This is an optimization exercise on Yosys and OpenROAD, whose aim is small area, a short achievable clock period and few clock cycles per item, not a production implementation.
At most, simulation tests tie the RTL to the original design; equivalence was not proved.

==> 03-19 <==
==> flow/design.v (excerpt) <==
module rs544_dec (
    input  wire         clk,
    input  wire         rst,
    input  wire         in_valid,
    output wire         in_ready,
    input  wire [9:0]   in_sym,
    output wire         out_valid,
    output wire         out_fail,
    output wire [3:0]   out_nerr,
    output wire [149:0] out_pos,
    output wire [149:0] out_val
);
clock: 16.0 ns
lec_check: 0
cap_margin: 20
core_margin: 2
core_utilization: 30
slew_margin: 20
standard.sh (not shown) runs the stock make flow with config.mk's settings and CLKGATE_MAP_FILE= SYNTH_SCRIPT=/design/flow/synth_recipe.tcl, a recipe that flattens the netlist after the stock synthesis.
==> flow/flow/run.sh <==
#!/bin/bash
# Layout flow: the standard flow (standard.sh, unchanged synthesis), with two settings:
#  - timing repair aims for 11.5 ns of setup slack at the design's 16 ns clock, so that the
#    repair steps work on every path longer than 4.5 ns instead of none;
#  - port buffers are buf_4 cells instead of the resizer's default pick (a delay cell).
set -euo pipefail
export SETUP_SLACK_MARGIN=11.5
export BUFFER_PORTS_ARGS="-buffer_cell sky130_fd_sc_hd__buf_4"
bash standard.sh > standard.log 2>&1
==> inputs of 07-08, as changes to 03-19 <==
==> flow/run.sh (new file) <==
#!/bin/bash
# synth_recipe.tcl (not shown) runs the flow's synth.tcl, then flattens the netlist and writes it again
# the make line also repeats each setting of config.mk as NAME=value (left out here)
make -C /OpenROAD-flow-scripts/flow DESIGN_CONFIG=/design/flow/config.mk WORK_HOME=/design/flow/orfs CLKGATE_MAP_FILE= SYNTH_SCRIPT=/design/flow/synth_recipe.tcl finish
removed: flow/flow/run.sh
removed: flow/standard.sh
==> notes.md <==
status=finished clean; DR iter-0 viols=4,092; part of the cycle the worst path needs=34.5%; post_cts resized=0; RSZ-0062 raised after global routing=no
-- figures above: 07-08

==> notes.md <==
RSZ-0062 raised after global routing=yes; WL/cell=19.7 um; DR iter-0 viols=4,276; part of the cycle the worst path needs=29.0%; post_cts resized=507; CTS Hold Bufs=0; Routability Congestion=0.890; largest net degree at the start of global routing=256; status=finished clean
-- figures above: 03-19

No functional check of the RTL was part of any run of this note.

==> branch pepper <==
rs544_dec, a different RTL version from the one above (not shown whole).
==> flow/config.mk <==
export PLATFORM = sky130hd
export DESIGN_NAME = rs544_dec
export DESIGN_NICKNAME = rs544_dec
export VERILOG_FILES = /design/flow/design.v
export SDC_FILE = /design/flow/constraint.sdc
export NUM_CORES = 8
export LEC_CHECK = 0
export CAP_MARGIN = 20
export CORE_MARGIN = 2
export CORE_UTILIZATION = 30
export CTS_CLUSTER_DIAMETER = 80
export CTS_CLUSTER_SIZE = 25
export SLEW_MARGIN = 20
==> flow/constraint.sdc <==
create_clock -name core_clock -period 16.0 [get_ports {clk}]
set_input_delay 3.2000 -clock core_clock [delete_from_list [all_inputs] [get_ports {clk}]]
set_output_delay 3.2000 -clock core_clock [all_outputs]
set_load 0.01 [all_outputs]
==> flow/flow/run.sh <==
#!/bin/bash
# Layout flow: the standard flow (standard.sh, unchanged synthesis), with two settings:
#  - timing repair aims for 11.5 ns of setup slack at the design's 16 ns clock, so that the
#    repair steps work on every path longer than 4.5 ns instead of none;
#  - port buffers are buf_4 cells instead of the resizer's default pick (a delay cell).
set -euo pipefail
export SETUP_SLACK_MARGIN=11.5
export BUFFER_PORTS_ARGS="-buffer_cell sky130_fd_sc_hd__buf_4"
bash standard.sh > standard.log 2>&1
==> branch juniper (differences from branch pepper) <==
--- a/flow/design.v
+++ b/flow/design.v
@@ -137,21 +137,27 @@
     reg        hand;          
     reg        stall;         
     reg        sk_v, sk_root, sk_last, sk_tag;
     reg        sk_end;        
     reg [9:0]  sk_bs, sk_od;
     reg [4:0]  nroots;
+    reg        qv;
+    reg        qtag;
+    reg [9:0]  qp, qx, qb, qo;
     reg        dbusy;
     reg [10:1] ds;            
     reg [4:0]  dmsh;          
     reg        dtag;
     reg [9:0]  dp, dx, da, dxx, dy;
     reg [3:0]  jcnt;          
     reg        eow_pend;
     reg        eow_tag;
     reg        eow_fail;
+    reg        rb_v;
+    reg [3:0]  rb_slot;
+    reg [19:0] rb_d;
     reg [299:0] sr;           
     reg [3:0]  sph;           
     reg [3:0]  clr;           
     reg        pp;            
     reg        pf;
     reg [3:0]  pn;
@@ -223,14 +229,14 @@
     wire [9:0] sq1 = gf_sq(sq_in);
     wire [9:0] sq2 = gf_sq(sq1);
     wire [9:0] sq4 = gf_sq(gf_sq(sq2));
     reg  [9:0] ma, mb;
     always @(*) begin
         if (!dbusy) begin
-            ma = sk_bs;
-            mb = sk_od;
+            ma = qb;
+            mb = qo;
         end else if (ystep) begin
             ma = sq1;
             mb = dmsh[4] ? dx : 10'd1;
         end else if (ds[6] || ds[9]) begin
             ma = sq1;
             mb = da;
@@ -245,16 +251,17 @@
             mb = dy;
         end
     end
     wire [9:0] dmul = gf_mul(ma, mb);
     wire c_step   = c_run && !stall;
     wire sk_go    = sk_v && !stall;
-    wire d_pop    = sk_go && sk_root;
+    wire d_pop    = qv && !dbusy && !(eow_pend && (qtag != eow_tag));
+    wire rb_drain = rb_v && !pp && (rb_slot == sph);
     wire d_last   = ds[10];
-    wire d_fin    = d_last && !pp && (widx == sph);
-    wire eow_go   = eow_pend && !dbusy && !pp;
+    wire d_fin    = d_last && (!rb_v || rb_drain);
+    wire eow_go   = eow_pend && !dbusy && !(qv && (qtag == eow_tag)) && !rb_v && !pp;
     wire present  = pp && (clr == 4'd0) && (sph == 4'd14);
     wire bm_end   = bm_run && dummy && (r == 5'd29);
     wire [1:0] bm_st_n = c_load ? BM_RUN :
                          (bm_st == BM_RUN)  ? (bm_end ? BM_DONE : BM_RUN) :
                          (bm_st == BM_DONE) ? (hand ? BM_IDLE : BM_DONE) : BM_IDLE;
     wire ph0_n    = (ph == 5'd16) || c_load;
@@ -268,18 +275,19 @@
     wire [9:0] pc_n = hand ? (c_skip ? 10'd0 : 10'd543) : (c_step ? pc - 10'd1 : pc);
     wire sk_v_n    = stall ? sk_v    : (c_run && !stop_c);
     wire sk_end_n  = stall ? sk_end  : (c_last || (c_run && root_c && !cbig && (nroots_n + 5'd1 == c_l)));
     wire sk_root_n = stall ? sk_root : (c_run && root_c && !cbig);
     wire sk_last_n = stall ? sk_last : c_last;
     wire sk_tag_n  = stall ? sk_tag  : ctag;
+    wire qv_n      = (sk_go && sk_root) || (qv && !d_pop);
+    wire qtag_n    = (sk_go && sk_root) ? sk_tag : qtag;
     wire dbusy_n   = d_pop || (dbusy && !d_fin);
-    wire pp_n      = eow_go || (pp && !present);
     wire eow_pend_n = (sk_go && sk_end) || (eow_pend && !eow_go);
     wire eow_tag_n  = (sk_go && sk_end) ? sk_tag : eow_tag;
-    wire d_wait_n  = dbusy_n || (eow_pend_n && pp_n);
-    wire stall_n   = sk_v_n && ((sk_root_n && d_wait_n) || (sk_end_n && eow_pend_n && (dbusy_n || pp_n)));
+    wire d_pop_n   = qv_n && !dbusy_n && !(eow_pend_n && (qtag_n != eow_tag_n));
+    wire stall_n   = sk_v_n && ((sk_root_n && qv_n && !d_pop_n) || (sk_end_n && eow_pend_n));
     wire hand_n    = (bm_st_n == BM_DONE) && ph0_n &&
                      (!c_run_n || ((pc_n == 10'd0) && !stall_n));
     wire c_load_n  = s_pend_n && !c_use_n && ((bm_st_n == BM_IDLE) || hand_n);
     assign out_valid = ov;
     assign out_fail  = of;
     assign out_nerr  = on;
@@ -287,13 +295,13 @@
     generate
         for (g = 0; g < 15; g = g + 1) begin : g_out
             assign out_pos[10*g +: 10] = sr[20*g+10 +: 10];
             assign out_val[10*g +: 10] = sr[20*g +: 10];
         end
     endgenerate
-    wire [19:0] s_wb = d_fin ? {dp, dmul} : ((clr != 4'd0) ? 20'd0 : sr[19:0]);
+    wire [19:0] s_wb = rb_drain ? rb_d : ((clr != 4'd0) ? 20'd0 : sr[19:0]);
     always @(posedge clk) begin
         lr <= {l_wb, lr[169:10]};
         br <= {b_wb, br[169:10]};
         sr <= {s_wb, sr[299:20]};
         btap <= tval;
         if (rst) begin
@@ -309,16 +317,18 @@
             c_run    <= 1'b0;
             ctag     <= 1'b0;
             hand     <= 1'b0;
             stall    <= 1'b0;
             sk_v     <= 1'b0;
             nroots   <= 5'd0;
+            qv       <= 1'b0;
             dbusy    <= 1'b0;
             ds       <= 10'd0;
             jcnt     <= 4'd0;
             eow_pend <= 1'b0;
+            rb_v     <= 1'b0;
             sph      <= 4'd0;
             clr      <= 4'd15;
             pp       <= 1'b0;
             ov       <= 1'b0;
         end else begin
             a_v <= xfer;
@@ -370,29 +380,38 @@
             nroots  <= nroots_n;
             sk_end  <= sk_end_n;
             eow_pend <= eow_pend_n;
             eow_tag  <= eow_tag_n;
             if (sk_go && sk_end)
                 eow_fail <= (sk_l > 5'd15) || ((nroots + (sk_root ? 5'd1 : 5'd0)) != sk_l);
+            qv    <= qv_n;
+            qtag  <= qtag_n;
             dbusy <= dbusy_n;
             if (d_pop)
                 ds <= 10'd1;
             else if (d_fin)
                 ds <= 10'd0;
             else if (!d_last)
                 ds <= {ds[9:1], 1'b0};
             if (d_fin)
                 jcnt <= jcnt + 4'd1;
             else if (eow_go)
                 jcnt <= 4'd0;
+            if (d_fin)
+                rb_v <= 1'b1;
+            else if (rb_drain)
+                rb_v <= 1'b0;
             sph <= (sph == 4'd14) ? 4'd0 : sph + 4'd1;
             if (present || (eow_go && eow_fail))
                 clr <= 4'd15;
             else if (clr != 4'd0)
                 clr <= clr - 4'd1;
-            pp <= pp_n;
+            if (eow_go)
+                pp <= 1'b1;
+            else if (present)
+                pp <= 1'b0;
             ov <= present;
         end
         if (bm_run) begin
             if (ph == 5'd0)
                 dacc <= 10'd0;
             else if (!dummy)
@@ -419,28 +438,38 @@
         end
         pc <= pc_n;
         if (!stall) begin
             sk_bs <= bs_sum;
             sk_od <= od_sum;
         end
+        if (sk_go && sk_root) begin
+            qp <= sk_p;
+            qx <= sk_x;
+            qb <= sk_bs;
+            qo <= sk_od;
+        end
         if (d_pop) begin
-            dtag <= sk_tag;
-            dp   <= sk_p;
-            dx   <= sk_x;
+            dtag <= qtag;
+            dp   <= qp;
+            dx   <= qx;
             da   <= dmul;
             dxx  <= dmul;
-            dy   <= sk_tag ? ck1 : ck0;
-            dmsh <= sk_tag ? cm1 : cm0;
+            dy   <= qtag ? ck1 : ck0;
+            dmsh <= qtag ? cm1 : cm0;
         end else begin
             if (ystep) begin
                 dy   <= dmul;
                 dmsh <= {dmsh[3:0], 1'b0};
             end
             if (|ds[9:6])
                 dxx <= dmul;
         end
+        if (d_fin) begin
+            rb_slot <= widx;
+            rb_d    <= {dp, dmul};
+        end
         if (eow_go) begin
             pf <= eow_fail;
             pn <= jcnt;
         end
         of <= pf;
         on <= pf ? 4'd0 : pn;
==> branch umber (differences from branch pepper) <==
--- a/flow/design.v
+++ b/flow/design.v
@@ -137,21 +137,27 @@
     reg        hand;          
     reg        stall;         
     reg        sk_v, sk_root, sk_last, sk_tag;
     reg        sk_end;        
     reg [9:0]  sk_bs, sk_od;
     reg [4:0]  nroots;
+    reg        qv;
+    reg        qtag;
+    reg [9:0]  qp, qx, qb, qo;
     reg        dbusy;
     reg [10:1] ds;            
     reg [4:0]  dmsh;          
     reg        dtag;
     reg [9:0]  dp, dx, da, dxx, dy;
     reg [3:0]  jcnt;          
     reg        eow_pend;
     reg        eow_tag;
     reg        eow_fail;
+    reg        rb_v;
+    reg [3:0]  rb_slot;
+    reg [19:0] rb_d;
     reg [299:0] sr;           
     reg [3:0]  sph;           
     reg [3:0]  clr;           
     reg        pp;            
     reg        pf;
     reg [3:0]  pn;
@@ -170,22 +176,22 @@
             if (c_load && i < 30)
                 cr[10*i +: 10] <= syn[10*i +: 10];
             else
                 cr[10*i +: 10] <= cr[10*((i+1)%32) +: 10];
     end
     wire bm_run = (bm_st == BM_RUN);
-    wire r0     = (r == 5'd0);
+    wire r1     = (r == 5'd1);      
     wire [3:0] ci = 4'd15 - ph[3:0];      
     wire dummy  = (ph == 5'd16);
     wire dec = (dcur != 10'd0) && !kk[5];
     wire [4:0] m_next = dec ? 5'd1 : ((mm == 5'd31) ? 5'd31 : mm + 5'd1);
     wire [9:0] g_next = dec ? dcur : gam;
-    wire [9:0] lam_old = r0 ? ((ph == 5'd15) ? 10'd1 : 10'd0) : lr[9:0];
-    wire [9:0] bu_old  = r0 ? ((ph == 5'd15) ? 10'd1 : 10'd0) : br[9:0];
+    wire [9:0] lam_old = r1 ? ((ph == 5'd15) ? 10'd1 : ((ph == 5'd14 && ll != 5'd0) ? gam : 10'd0)) : lr[9:0];
+    wire [9:0] bu_old  = r1 ? ((ph == 5'd15) ? 10'd1 : 10'd0) : br[9:0];
     wire       bmask   = !dummy && ({1'b0, ci} >= mm);
-    wire [9:0] bm_v    = r0 ? ((ph == 5'd14) ? 10'd1 : 10'd0) : (bmask ? btap : 10'd0);
+    wire [9:0] bm_v    = r1 ? (({1'b0, ci} == mm && !dummy) ? 10'd1 : 10'd0) : (bmask ? btap : 10'd0);
     wire [9:0] lam_new = gf_mul(gam, lam_old) ^ gf_mul(dcur, bm_v);
     wire [9:0] l_wb = !bm_run ? lr[9:0] : (dummy ? 10'd0 : lam_new);
     wire [9:0] b_wb = !bm_run ? br[9:0] : (dummy ? 10'd0 : (dec ? lam_old : bu_old));
     wire [9:0] prod = gf_mul(lr[169:160], srd);
     wire [4:0] tm   = dummy ? m_next : mm;
     wire [4:0] tidx = tm + 5'd1;
@@ -193,13 +199,13 @@
     always @(*) begin
         tval = 10'd0;
         for (i = 1; i < 17; i = i + 1)
             if (tidx == i)
                 tval = br[10*i +: 10];
     end
-    wire [9:0] sval = r[0] ? cr[29:20] : cr[189:180];
+    wire [9:0] sval = r[0] ? cr[199:190] : cr[39:30];
     reg [9:0] ev_sum, od_sum, bs_sum;
     always @(*) begin
         ev_sum = 10'd0;
         od_sum = 10'd0;
         bs_sum = 10'd0;
         for (i = 0; i < 16; i = i + 1) begin
@@ -223,14 +229,14 @@
     wire [9:0] sq1 = gf_sq(sq_in);
     wire [9:0] sq2 = gf_sq(sq1);
     wire [9:0] sq4 = gf_sq(gf_sq(sq2));
     reg  [9:0] ma, mb;
     always @(*) begin
         if (!dbusy) begin
-            ma = sk_bs;
-            mb = sk_od;
+            ma = qb;
+            mb = qo;
         end else if (ystep) begin
             ma = sq1;
             mb = dmsh[4] ? dx : 10'd1;
         end else if (ds[6] || ds[9]) begin
             ma = sq1;
             mb = da;
@@ -245,17 +251,18 @@
             mb = dy;
         end
     end
     wire [9:0] dmul = gf_mul(ma, mb);
     wire c_step   = c_run && !stall;
     wire sk_go    = sk_v && !stall;
-    wire d_pop    = sk_go && sk_root;
+    wire d_pop    = qv && !dbusy && !(eow_pend && (qtag != eow_tag));
+    wire rb_drain = rb_v && !pp && (rb_slot == sph);
     wire d_last   = ds[10];
-    wire d_fin    = d_last && !pp && (widx == sph);
-    wire eow_go   = eow_pend && !dbusy && !pp;
-    wire present  = pp && (clr == 4'd0) && (sph == 4'd14);
+    wire d_fin    = d_last && (!rb_v || rb_drain);
+    wire eow_go   = eow_pend && !dbusy && !(qv && (qtag == eow_tag)) && !rb_v && !pp;
+    wire present  = pp && (clr == 4'd0) && (sph == 4'd2);
     wire bm_end   = bm_run && dummy && (r == 5'd29);
     wire [1:0] bm_st_n = c_load ? BM_RUN :
                          (bm_st == BM_RUN)  ? (bm_end ? BM_DONE : BM_RUN) :
                          (bm_st == BM_DONE) ? (hand ? BM_IDLE : BM_DONE) : BM_IDLE;
     wire ph0_n    = (ph == 5'd16) || c_load;
     wire c_use_n  = c_load || (c_use && !(bm_run && dummy && r == 5'd28));
@@ -268,32 +275,33 @@
     wire [9:0] pc_n = hand ? (c_skip ? 10'd0 : 10'd543) : (c_step ? pc - 10'd1 : pc);
     wire sk_v_n    = stall ? sk_v    : (c_run && !stop_c);
     wire sk_end_n  = stall ? sk_end  : (c_last || (c_run && root_c && !cbig && (nroots_n + 5'd1 == c_l)));
     wire sk_root_n = stall ? sk_root : (c_run && root_c && !cbig);
     wire sk_last_n = stall ? sk_last : c_last;
     wire sk_tag_n  = stall ? sk_tag  : ctag;
+    wire qv_n      = (sk_go && sk_root) || (qv && !d_pop);
+    wire qtag_n    = (sk_go && sk_root) ? sk_tag : qtag;
     wire dbusy_n   = d_pop || (dbusy && !d_fin);
-    wire pp_n      = eow_go || (pp && !present);
     wire eow_pend_n = (sk_go && sk_end) || (eow_pend && !eow_go);
     wire eow_tag_n  = (sk_go && sk_end) ? sk_tag : eow_tag;
-    wire d_wait_n  = dbusy_n || (eow_pend_n && pp_n);
-    wire stall_n   = sk_v_n && ((sk_root_n && d_wait_n) || (sk_end_n && eow_pend_n && (dbusy_n || pp_n)));
+    wire d_pop_n   = qv_n && !dbusy_n && !(eow_pend_n && (qtag_n != eow_tag_n));
+    wire stall_n   = sk_v_n && ((sk_root_n && qv_n && !d_pop_n) || (sk_end_n && eow_pend_n));
     wire hand_n    = (bm_st_n == BM_DONE) && ph0_n &&
                      (!c_run_n || ((pc_n == 10'd0) && !stall_n));
     wire c_load_n  = s_pend_n && !c_use_n && ((bm_st_n == BM_IDLE) || hand_n);
     assign out_valid = ov;
     assign out_fail  = of;
     assign out_nerr  = on;
     genvar g;
     generate
         for (g = 0; g < 15; g = g + 1) begin : g_out
-            assign out_pos[10*g +: 10] = sr[20*g+10 +: 10];
-            assign out_val[10*g +: 10] = sr[20*g +: 10];
+            assign out_pos[10*g +: 10] = sr[20*((g+12)%15)+10 +: 10];
+            assign out_val[10*g +: 10] = sr[20*((g+12)%15) +: 10];
         end
     endgenerate
-    wire [19:0] s_wb = d_fin ? {dp, dmul} : ((clr != 4'd0) ? 20'd0 : sr[19:0]);
+    wire [19:0] s_wb = rb_drain ? rb_d : ((clr != 4'd0) ? 20'd0 : sr[19:0]);
     always @(posedge clk) begin
         lr <= {l_wb, lr[169:10]};
         br <= {b_wb, br[169:10]};
         sr <= {s_wb, sr[299:20]};
         btap <= tval;
         if (rst) begin
@@ -309,16 +317,18 @@
             c_run    <= 1'b0;
             ctag     <= 1'b0;
             hand     <= 1'b0;
             stall    <= 1'b0;
             sk_v     <= 1'b0;
             nroots   <= 5'd0;
+            qv       <= 1'b0;
             dbusy    <= 1'b0;
             ds       <= 10'd0;
             jcnt     <= 4'd0;
             eow_pend <= 1'b0;
+            rb_v     <= 1'b0;
             sph      <= 4'd0;
             clr      <= 4'd15;
             pp       <= 1'b0;
             ov       <= 1'b0;
         end else begin
             a_v <= xfer;
@@ -330,18 +340,18 @@
             rdy <= !((c_use || (bm_st != BM_IDLE) || c_load) &&
                      (s_pend && !c_load || a_v && a_last || xfer && icnt == 10'd543));
             bm_st <= bm_st_n;
             ph    <= (ph == 5'd16 || c_load) ? 5'd0 : ph + 5'd1;
             ph0   <= ph0_n;
             if (c_load) begin
-                r    <= 5'd0;
-                gam  <= 10'd1;
-                kk   <= 6'd0;
-                ll   <= 5'd0;
-                mm   <= 5'd1;
-                dcur <= syn[9:0];
+                r    <= 5'd1;
+                gam  <= (syn[9:0] != 10'd0) ? syn[9:0] : 10'd1;
+                kk   <= (syn[9:0] != 10'd0) ? 6'h3f : 6'd1;
+                ll   <= (syn[9:0] != 10'd0) ? 5'd1 : 5'd0;
+                mm   <= (syn[9:0] != 10'd0) ? 5'd1 : 5'd2;
+                dcur <= syn[19:10] ^ gf_sq(syn[9:0]);    
             end else if (bm_run && dummy) begin
                 dcur <= dacc ^ prod;
                 if (dec) begin
                     gam <= dcur;
                     kk  <= -kk - 6'd1;
                     ll  <= r + 5'd1 - ll;
@@ -370,29 +380,38 @@
             nroots  <= nroots_n;
             sk_end  <= sk_end_n;
             eow_pend <= eow_pend_n;
             eow_tag  <= eow_tag_n;
             if (sk_go && sk_end)
                 eow_fail <= (sk_l > 5'd15) || ((nroots + (sk_root ? 5'd1 : 5'd0)) != sk_l);
+            qv    <= qv_n;
+            qtag  <= qtag_n;
             dbusy <= dbusy_n;
             if (d_pop)
                 ds <= 10'd1;
             else if (d_fin)
                 ds <= 10'd0;
             else if (!d_last)
                 ds <= {ds[9:1], 1'b0};
             if (d_fin)
                 jcnt <= jcnt + 4'd1;
             else if (eow_go)
                 jcnt <= 4'd0;
+            if (d_fin)
+                rb_v <= 1'b1;
+            else if (rb_drain)
+                rb_v <= 1'b0;
             sph <= (sph == 4'd14) ? 4'd0 : sph + 4'd1;
             if (present || (eow_go && eow_fail))
                 clr <= 4'd15;
             else if (clr != 4'd0)
                 clr <= clr - 4'd1;
-            pp <= pp_n;
+            if (eow_go)
+                pp <= 1'b1;
+            else if (present)
+                pp <= 1'b0;
             ov <= present;
         end
         if (bm_run) begin
             if (ph == 5'd0)
                 dacc <= 10'd0;
             else if (!dummy)
@@ -419,28 +438,38 @@
         end
         pc <= pc_n;
         if (!stall) begin
             sk_bs <= bs_sum;
             sk_od <= od_sum;
         end
+        if (sk_go && sk_root) begin
+            qp <= sk_p;
+            qx <= sk_x;
+            qb <= sk_bs;
+            qo <= sk_od;
+        end
         if (d_pop) begin
-            dtag <= sk_tag;
-            dp   <= sk_p;
-            dx   <= sk_x;
+            dtag <= qtag;
+            dp   <= qp;
+            dx   <= qx;
             da   <= dmul;
             dxx  <= dmul;
-            dy   <= sk_tag ? ck1 : ck0;
-            dmsh <= sk_tag ? cm1 : cm0;
+            dy   <= qtag ? ck1 : ck0;
+            dmsh <= qtag ? cm1 : cm0;
         end else begin
             if (ystep) begin
                 dy   <= dmul;
                 dmsh <= {dmsh[3:0], 1'b0};
             end
             if (|ds[9:6])
                 dxx <= dmul;
         end
+        if (d_fin) begin
+            rb_slot <= widx;
+            rb_d    <= {dp, dmul};
+        end
         if (eow_go) begin
             pf <= eow_fail;
             pn <= jcnt;
         end
         of <= pf;
         on <= pf ? 4'd0 : pn;
==> flow/flow/run.sh (replaced) <==
#!/bin/bash
# Layout flow: the standard flow (standard.sh, with its synthesis unchanged) and these
# settings, passed to ORFS through the environment:
#  - timing repair aims for 11.5 ns of setup slack at the design's 16 ns clock, so that the
#    repair steps work on every path longer than 4.5 ns instead of none;
#  - port buffers are buf_2 cells instead of the resizer's default pick (a delay cell);
#  - clock tree: sinks clustered in groups of up to 25 within 80 um, no dummy loads.
set -euo pipefail
export SETUP_SLACK_MARGIN=11.5
export BUFFER_PORTS_ARGS="-buffer_cell sky130_fd_sc_hd__buf_2"
export CTS_ARGS="-sink_clustering_enable -repair_clock_nets -sink_clustering_size 25 -sink_clustering_max_diameter 80 -dont_use_dummy_load"
bash standard.sh > standard.log 2>&1
Settings changed: CTS_CLUSTER_DIAMETER 80 to unset, CTS_CLUSTER_SIZE 25 to unset.
==> flow_summary.ini <==
[route]
via_per_inst = 4.62

[run_status]
status = no timing/DRC/antenna violations

[power_and_ir_drop]
p_comb_frac = 0.054
peakVddDrop_uv = 89.9

[synth]
synth_xor_area_frac = 0.184

[layout]
flops_and_latches = 1951
drive_gt1_frac = 0.162
final_cells = 10600

[worst_setup_path]
rr_startpoint = dcur[5]$_DFFE_PP_
the above is filed under branch umber

==> flow_summary.ini <==
[layout]
flops_and_latches = 1951
final_cells = 10600

[power_and_ir_drop]
p_comb_frac = 0.051
peakVddDrop_uv = 83.2

[worst_setup_path]
rr_startpoint = dcur[3]$_DFFE_PP_

[route]
via_per_inst = 4.57

[run_status]
status = no timing/DRC/antenna violations

[synth]
synth_xor_area_frac = 0.187
the above is filed under branch juniper

==> flow_summary.ini <==
[layout]
flops_and_latches = 1883
final_cells = 10600
drive_gt1_frac = 0.195

[synth]
synth_xor_area_frac = 0.186

[run_status]
status = no timing/DRC/antenna violations

[power_and_ir_drop]
peakVddDrop_uv = 112

[route]
via_per_inst = 4.64
the above is filed under branch pepper

Testbench counts of branch pepper, summed over its fixed seeds: cycles 111,945, items 192.
Testbench counts of branch juniper, summed over its fixed seeds: cycles 111,465, items 192.
Testbench counts of branch umber, summed over its fixed seeds: cycles 111,264, items 192.

-- static timing again, ports no longer ideal --
Ports are ideal in the flow. The routed layouts listed here were re-timed in OpenROAD. Step 1 assumes that a clkbuf_16 drives the clock port and a buf_2 every other input. Step 2 times the ports against the registers' clock, not the clock port: input delays grow and output delays shrink by t, the midpoint of the rising clock arrivals with the driver on. Slacks: ideal / step 1 / step 2; pairs: ideal / step 1.
| run | t, ns | setup slack, ns | hold WS [ns] | worst setup path at the end | cell pins on the clock port's net |
|---|---|---|---|---|---|
| 03-19 | 0.941 | 11.363 / 11.250 / 11.093 | 0.310 / 0.310 / 0.310 | input to register | 1 |
| 07-08 | 0.963 | 10.481 / 10.481 / 10.481 | 0.306 / 0.306 / 0.306 | register to register | 1 |
| branch pepper | 0.846 | 11.476 / 11.378 / 11.053 | 0.311 / 0.311 / 0.311 | input to register | 1 |
| branch juniper | 0.820 | 11.500 / 11.418 / 11.051 | 0.320 / 0.320 / 0.320 | input to register | 1 |
| branch umber | 0.783 | 11.510 / 11.432 / 10.974 | 0.274 / 0.274 / 0.274 | input to register | 1 |
After both steps setup and hold are still met in every run listed. The setup slack of branch umber, which loses most, moves by -0.078 ns with the drivers and by -0.536 ns with both steps.
